From an optimization exercise on the open Yosys and OpenROAD flow, aimed at small area, a short achievable clock period and few clock cycles; shortcuts taken in it are not production practice. In this exercise RTL edits were held to simulation tests only and were not proved equivalent to the original.

==> design/flow/design.v <==
module cmd_rx_check (
    input  wire         clk,
    input  wire         rst,           
    input  wire         in_valid,
    output wire         in_ready,
    input  wire [63:0]  in_data,
    input  wire         in_last,
    input  wire [3:0]   in_nbytes,     
    output reg          out_valid,
    output reg  [2:0]   out_kind,
    output reg  [7:0]   out_status,
    output reg  [127:0] out_hdr
);
    localparam [2:0] K_ACCEPT     = 3'd0;
    localparam [2:0] K_RETRANSMIT = 3'd1;
    localparam [2:0] K_REPLY      = 3'd2;
    localparam [2:0] K_EVENT      = 3'd3;
    localparam [2:0] K_DISCARD    = 3'd4;
    localparam [2:0] K_DROP       = 3'd5;
    localparam [7:0] ST_OK       = 8'h00;
    localparam [7:0] ST_BAD_CRC  = 8'h02;
    localparam [7:0] ST_UNKNOWN  = 8'h03;
    localparam [7:0] ST_SEQUENCE = 8'h08;
    localparam [31:0] CRC_RESIDUE = 32'hB798B438;
    localparam integer HIST = 32;
    assign in_ready = 1'b1;
    wire beat = in_valid && in_ready;
    function [31:0] crc_byte(input [31:0] c, input [7:0] d);
        integer i;
        reg [31:0] x;
        begin
            x = c ^ {24'd0, d};
            for (i = 0; i < 8; i = i + 1)
                x = x[0] ? ((x >> 1) ^ 32'h82F63B78) : (x >> 1);
            crc_byte = x;
        end
    endfunction
    reg [31:0]  crc;           
    reg [12:0]  nbytes;        
    reg [1:0]   beat_idx;      
    reg [127:0] hdr;           
    reg [31:0] crc_k [0:8];
    integer k;
    always @(*) begin
        crc_k[0] = crc;
        for (k = 0; k < 8; k = k + 1)
            crc_k[k + 1] = crc_byte(crc_k[k], in_data[8*k +: 8]);
    end
    wire [3:0]  beat_bytes = in_last ? in_nbytes : 4'd8;
    wire [31:0] crc_next   = crc_k[beat_bytes];
    reg [63:0] beat_mask;
    always @(*) begin
        for (k = 0; k < 8; k = k + 1)
            beat_mask[8*k +: 8] = (k < beat_bytes) ? 8'hFF : 8'h00;
    end
    wire [63:0] beat_data = in_data & beat_mask;
    reg [127:0] hdr_next;
    always @(*) begin
        hdr_next = hdr;
        if (beat_idx == 2'd0)
            hdr_next = {64'd0, beat_data};
        else if (beat_idx == 2'd1)
            hdr_next[127:64] = beat_data;
    end
    wire [13:0] nbytes_sum  = {1'b0, nbytes} + {10'd0, beat_bytes};
    wire [12:0] nbytes_next = nbytes_sum[13] ? 13'h1FFF : nbytes_sum[12:0];
    always @(posedge clk) begin
        if (rst) begin
            crc      <= 32'hFFFFFFFF;
            nbytes   <= 13'd0;
            beat_idx <= 2'd0;
        end else if (beat) begin
            if (in_last) begin
                crc      <= 32'hFFFFFFFF;
                nbytes   <= 13'd0;
                beat_idx <= 2'd0;
            end else begin
                crc      <= crc_next;
                nbytes   <= nbytes_next;
                beat_idx <= (beat_idx == 2'd2) ? 2'd2 : beat_idx + 2'd1;
            end
        end
    end
    always @(posedge clk) begin
        if (beat)
            hdr <= hdr_next;
    end
    reg         s1_valid;
    reg [31:0]  s1_crc;
    reg [12:0]  s1_nbytes;
    reg [127:0] s1_hdr;
    always @(posedge clk) begin
        if (rst)
            s1_valid <= 1'b0;
        else
            s1_valid <= beat && in_last;
    end
    always @(posedge clk) begin
        if (beat && in_last) begin
            s1_crc    <= crc_next;
            s1_nbytes <= nbytes_next;
            s1_hdr    <= hdr_next;
        end
    end
    wire [7:0]  h_version = s1_hdr[7:0];
    wire [7:0]  h_opcode  = s1_hdr[15:8];
    wire [15:0] h_seq     = s1_hdr[31:16];
    wire [15:0] h_length  = s1_hdr[47:32];
    wire [7:0]  h_flags   = s1_hdr[55:48];
    wire [31:0] h_address = s1_hdr[95:64];
    wire [31:0] h_param   = s1_hdr[127:96];
    wire        h_posted  = h_flags[1];
    wire crc_ok    = (s1_crc == CRC_RESIDUE);
    wire length_ok = (h_length <= 16'd4080) &&
                     ({3'd0, s1_nbytes} == h_length + 16'd20);
    wire packet_ok = crc_ok && length_ok;
    wire frame_ok  = (s1_nbytes >= 13'd20) && (s1_nbytes <= 13'd4100);
    wire version_ok = (h_version == 8'h02);
    reg         have_expected;
    reg [15:0]  expected;
    reg [15:0]  hist_seq   [0:HIST-1];
    reg [HIST-1:0] hist_valid;
    reg [HIST-1:0] hist_posted;
    reg in_history;
    reg hist_was_posted;
    always @(*) begin
        in_history      = 1'b0;
        hist_was_posted = 1'b0;
        for (k = 0; k < HIST; k = k + 1)
            if (hist_valid[k] && hist_seq[k] == h_seq) begin
                in_history      = 1'b1;
                hist_was_posted = hist_posted[k];
            end
    end
    wire seq_expected = !have_expected || (h_seq == expected);
    reg [2:0] kind;
    reg [7:0] status;
    reg       accept;
    always @(*) begin
        accept = 1'b0;
        if (!frame_ok) begin
            kind   = K_DROP;
            status = ST_OK;
        end else if (!packet_ok) begin
            kind   = K_REPLY;
            status = ST_BAD_CRC;
        end else if (!version_ok) begin
            kind   = K_REPLY;
            status = ST_UNKNOWN;
        end else if (seq_expected) begin
            kind   = K_ACCEPT;
            status = ST_OK;
            accept = 1'b1;
        end else if (in_history) begin
            kind   = hist_was_posted ? K_DISCARD : K_RETRANSMIT;
            status = ST_OK;
        end else begin
            kind   = h_posted ? K_EVENT : K_REPLY;
            status = ST_SEQUENCE;
        end
    end
    wire [7:0]  reply_flags = (h_flags & 8'b0000_1101) | 8'b0100_0000;
    wire [31:0] reply_param = (status == ST_SEQUENCE) ?
                              {16'd0, expected} : h_param;
    wire [127:0] reply_hdr = {reply_param, h_address, status, reply_flags,
                              16'd0, h_seq, h_opcode, 8'h02};
    integer j;
    always @(posedge clk) begin
        if (rst) begin
            have_expected <= 1'b0;
            expected      <= 16'd0;
            hist_valid    <= {HIST{1'b0}};
        end else if (s1_valid && accept) begin
            have_expected <= 1'b1;
            expected      <= h_seq + 16'd1;
            hist_valid    <= {hist_valid[HIST-2:0], 1'b1};
        end
    end
    always @(posedge clk) begin
        if (s1_valid && accept) begin
            hist_seq[0]    <= h_seq;
            hist_posted[0] <= h_posted;
            for (j = 1; j < HIST; j = j + 1) begin
                hist_seq[j]    <= hist_seq[j - 1];
                hist_posted[j] <= hist_posted[j - 1];
            end
        end
    end
    always @(posedge clk) begin
        if (rst)
            out_valid <= 1'b0;
        else
            out_valid <= s1_valid;
    end
    always @(posedge clk) begin
        if (s1_valid) begin
            out_kind   <= kind;
            out_status <= status;
            out_hdr    <= (kind == K_REPLY || kind == K_EVENT) ? reply_hdr : s1_hdr;
        end
    end
endmodule
==> design/flow/run.sh <==
#!/bin/bash
# synth_recipe.tcl (not shown) runs the flow's synth.tcl, then flattens the netlist and writes it again
# the make line also repeats each setting of config.mk as NAME=value (left out here)
make -C /OpenROAD-flow-scripts/flow DESIGN_CONFIG=/design/flow/config.mk WORK_HOME=/design/flow/orfs CLKGATE_MAP_FILE= SYNTH_SCRIPT=/design/flow/synth_recipe.tcl finish
==> design/flow/config.mk <==
export PLATFORM = sky130hd
export DESIGN_NAME = cmd_rx_check
export DESIGN_NICKNAME = cmd_rx_check
export VERILOG_FILES = /design/flow/design.v
export SDC_FILE = /design/flow/constraint.sdc
export NUM_CORES = 4
export LEC_CHECK = 0
export CAP_MARGIN = 20
export CORE_MARGIN = 2
export CORE_UTILIZATION = 40
export PLACE_DENSITY = 0.6
export SLEW_MARGIN = 20
==> design/flow/constraint.sdc <==
create_clock -name core_clock -period 11.0 [get_ports {clk}]
set_input_delay 2.2000 -clock core_clock [delete_from_list [all_inputs] [get_ports {clk}]]
set_output_delay 2.2000 -clock core_clock [all_outputs]
set_load 0.01 [all_outputs]
==> impl_metrics.py <==
metrics = {
    "floorplanning": {
        "die_h_microns": 375,
        "die_w_microns": 375,
        "core_area_sq_um": 137000,
        "rows": 136,
        "io_pins": 213,
        "die_area_sq_um": 141000,
        "start_util": 0.402,
    },
    "global_route": {
        "grt_pass1_wl_microns": 243000,
        "overflow": 0,
        "antenna_found_initial": 6,
        "track_usage": 0.239,
        "grt_pass1_vias": 34400,
        "grt_max_degree": 215,
    },
    "clock_tree": {
        "clk_latency_ns": 0.78,
        "cts_root_buffer": "clkbuf_16",
        "clock-sinks": 1076,
        "htreeDepth": 3,
        "numCtsBuffers": 117,
        "postCtsSetupRepairBufs": 0,
        "cts_tree": "yes",
        "cts_resized": 0,
        "cts_hold_buffers": 0,
        "clk_pin_slew_ns": 0.06,
        "max-clock-path-buffers": 3,
    },
    "worst_setup_path": {
        "setup.worst_path.end_class": "flop",
        "cp.required_ns": 11.60,
        "crit_type": "input pin to flop",
        "rr_endpoint": "crc[31]",
        "cpMaxStageDelayCell": "xnor2_1",
        "slowest_delay_ns": 0.58,
        "cp_max_fo": 6,
        "worst-r2r-setup-slack_ns": 1.96,
        "cp.arrival_ns": 11.18,
        "startpoint_type": "input pin",
        "ff2ff_path_depth": 26,
        "r2r_start": "crc[3]",
        "path_common_cell": "buf_4",
    },
    "synth": {
        "synth_cell_types": 72,
        "synth_edf_count": 979,
        "seq_area_frac_synth": 0.569,
        "synth_top_area_frac": 0.534,
        "yosysTopAreaCell": "edfxtp_1",
        "synth_ff_type": "edfxtp_1",
        "syn_inst": 4035,
        "synthesis.area_sq_um": 55100,
        "async_flop_share": 0,
        "ys_warn_count": 3,
        "ys_top_cells_by_area": "edfxtp_1 (53%), xnor2_1 (11%), xor2_1 (6.6%)",
        "yosys_register_bits": 1076,
        "synth.avg_cell_area_sq_um": 13.6,
    },
    "placement": {
        "dp_slack_ns": -0.242,
        "globalplace.congestion": 0.985,
        "hpwl_microns": 124000,
        "port-buffer-count": 206,
    },
    "sta": {
        "setup_viol": 0,
        "fin_skew_ns": 0.119,
        "hold_slack_ns": 0.415,
        "fmax_mhz": 94.5,
        "period_share": 0.962,
        "rsz0062_at_grt": "no",
        "slew_violations": 0,
        "worst_pin_slew_ns": 1.16,
        "min_period_ns": 10.58,
        "relSlewSlack": 0.224,
        "hold_viol": 0,
        "fin_ws_ns": 0.421,
    },
    "detailed_routing": {
        "drc": 0,
        "avgViaCountPerCell": 5.26,
        "num_vias": 34500,
        "drtAntennaViolNets": 0,
        "drt-wirelength-per-cell_microns": 25.9,
        "first_pass_iters": 5,
        "wl_microns": 170000,
        "first_iter_violations": 3489,
    },
    "finish": {
        "fin_nets": 4745,
        "fillers": 12100,
        "final_util": 0.484,
        "final_common_cell": "edfxtp_1",
        "final_cell_mix": "edfxtp_1 (979), xnor2_1 (708), buf_4 (473)",
        "syn2layout_area_growth_pct": 20.5,
        "drive_gt1_frac": 0.167,
        "n_antenna_cell": 0,
    },
    "min_path": {
        "worstHoldEndpoint": "out_hdr[81]",
        "hp-start": "s1_hdr[81]",
        "hold_depth": 0,
        "hp-class": "flop to flop",
    },
    "flow_run": {
        "drv_cap": 0,
    },
    "outcome": {
        "status": "complete, no violations",
    },
}
[layout make-up]
cell class	count	area, sq um	area share
inverters	87	327	0.00492
clock inverters	68	697	0.0105
flip-flops and latches	1076	31300	0.472
well taps	1794	2240	0.0338
clock buffers	153	3150	0.0475
repair buffers	691	5860	0.0883
multi-input cells	2690	22700	0.343
[worst max-delay path: cells and delay by family]
family / cells / cell delay [ns]
buf+inv: 10 / 2.15
simple gates: 1 / 0.13
xor+xnor: 18 / 6.48
compound gates: 1 / 0.16
[registers in the layout, indices dropped and copies added, names as in the netlist]
name         cells
expected        16
s1_valid         1
out_valid        1
hist_valid      32
out_kind         3
s1_nbytes       13
hdr            128
hist_seq       512
out_hdr        128
s1_crc          32
s1_hdr         128
nbytes          13
hist_posted     32
out_status       3
beat_idx         2
crc             32
[worst max path at each step]
stage                     cells after the start        end  slack (ns)        from
after floorplan                              24  s1_crc[3]        0.02  in_data[5]
after global placement                       28  s1_crc[2]       -0.23  in_data[4]
after detailed placement                     26  s1_crc[2]       -0.24  in_data[4]
after CTS                                    28  s1_crc[2]        0.48  in_data[4]
after global routing                         30  s1_crc[5]        0.08  in_data[4]
final                                        30  s1_crc[2]        0.42  in_data[4]
[stage by stage]
step / setup TNS [ns] / cell area, sq um / instances
5_1_grt: 0 / 66400 / 6559
6_report: 0 / 66400 / 6559
2_1_floorplan: 0 / 55100 / 4039
3_5_place_dp: -3.16 / 62500 / 6337
3_3_place_gp: -2.31 / 62500 / 6337
4_1_cts: 0 / 66300 / 6558
[cell families after synthesis]
family / after synthesis / share of synthesized area
xor gates and xnor gates: 1352 / 0.271
DFF: 1076 / 0.569
and+or+nand+nor: 849 / 0.0799
AOI/OAI and AO/OA: 418 / 0.0479
buffers and inverters: 273 / 0.0197
muxes: 55 / 0.0104
adders and majority gates: 10 / 0.00241
other: 2 / 0.000136
[per-layer routing]
layer / vias to the layer above / wire, microns / GRT usage
met4: 6 / 5350 / 0.0738
li1: 15800 / - / -
met5: - / 41 / 0
met1: 17300 / 74100 / 0.331
met2: 1205 / 78200 / 0.377
met3: 253 / 12400 / 0.0520
[cells in the mapped netlist (all sizes together), types with 2 or more instances]
cell	instances
a2111oi	2
a211o	2
a211oi	18
a21o	5
a21oi	143
a221o	2
a221oi	31
a2bb2oi	2
a31oi	11
and2	38
and3	14
buf	57
clkbuf	129
conb	2
dfxtp	97
edfxtp	979
ha	9
inv	87
mux2	16
mux2i	39
nand2	126
nand2b	70
nand3	183
nand4	44
nor2	164
nor2b	43
nor3	10
nor4	121
nor4b	4
o211ai	6
o21a	14
o21ai	112
o221a	4
o221ai	40
o22a	13
o31ai	2
or2	2
or3	3
or4	21
xnor2	755
xnor3	139
xor2	428
xor3	30
Testbench counts, summed over its fixed seeds: cycles 87,206.

port drivers added, routing unchanged:
The results above use ideal ports. As a check the final layout listed here was re-extracted and re-timed, cells and wires unchanged.
Step 1 (the two cells are an assumption about what drives the block):
set clk [get_ports {clk}]
set_driving_cell -lib_cell sky130_fd_sc_hd__clkbuf_16 $clk
set_driving_cell -lib_cell sky130_fd_sc_hd__buf_2 [delete_from_list [all_inputs] $clk]
Step 2, shift: input delay + t, output delay - t, t = (earliest + latest rising clock arrival at the registers) / 2. This alone moves slack from input paths to output paths.
Slacks: ideal ports / drivers / drivers and shift; pairs: ideal ports / drivers.
shift t [ns]: 0.800
setup WS [ns]: 0.421 / 0.476 / -0.324
hold WS [ns]: 0.415 / 0.415 / 0.415
worst slew at a driven data input, ns: 0.17
pins driven straight from the clock port: 1
Met with ideal ports but missed after step 2: setup timing in this run. The setup slack of this run moves by +0.055 ns with the drivers and by -0.745 ns with both steps.
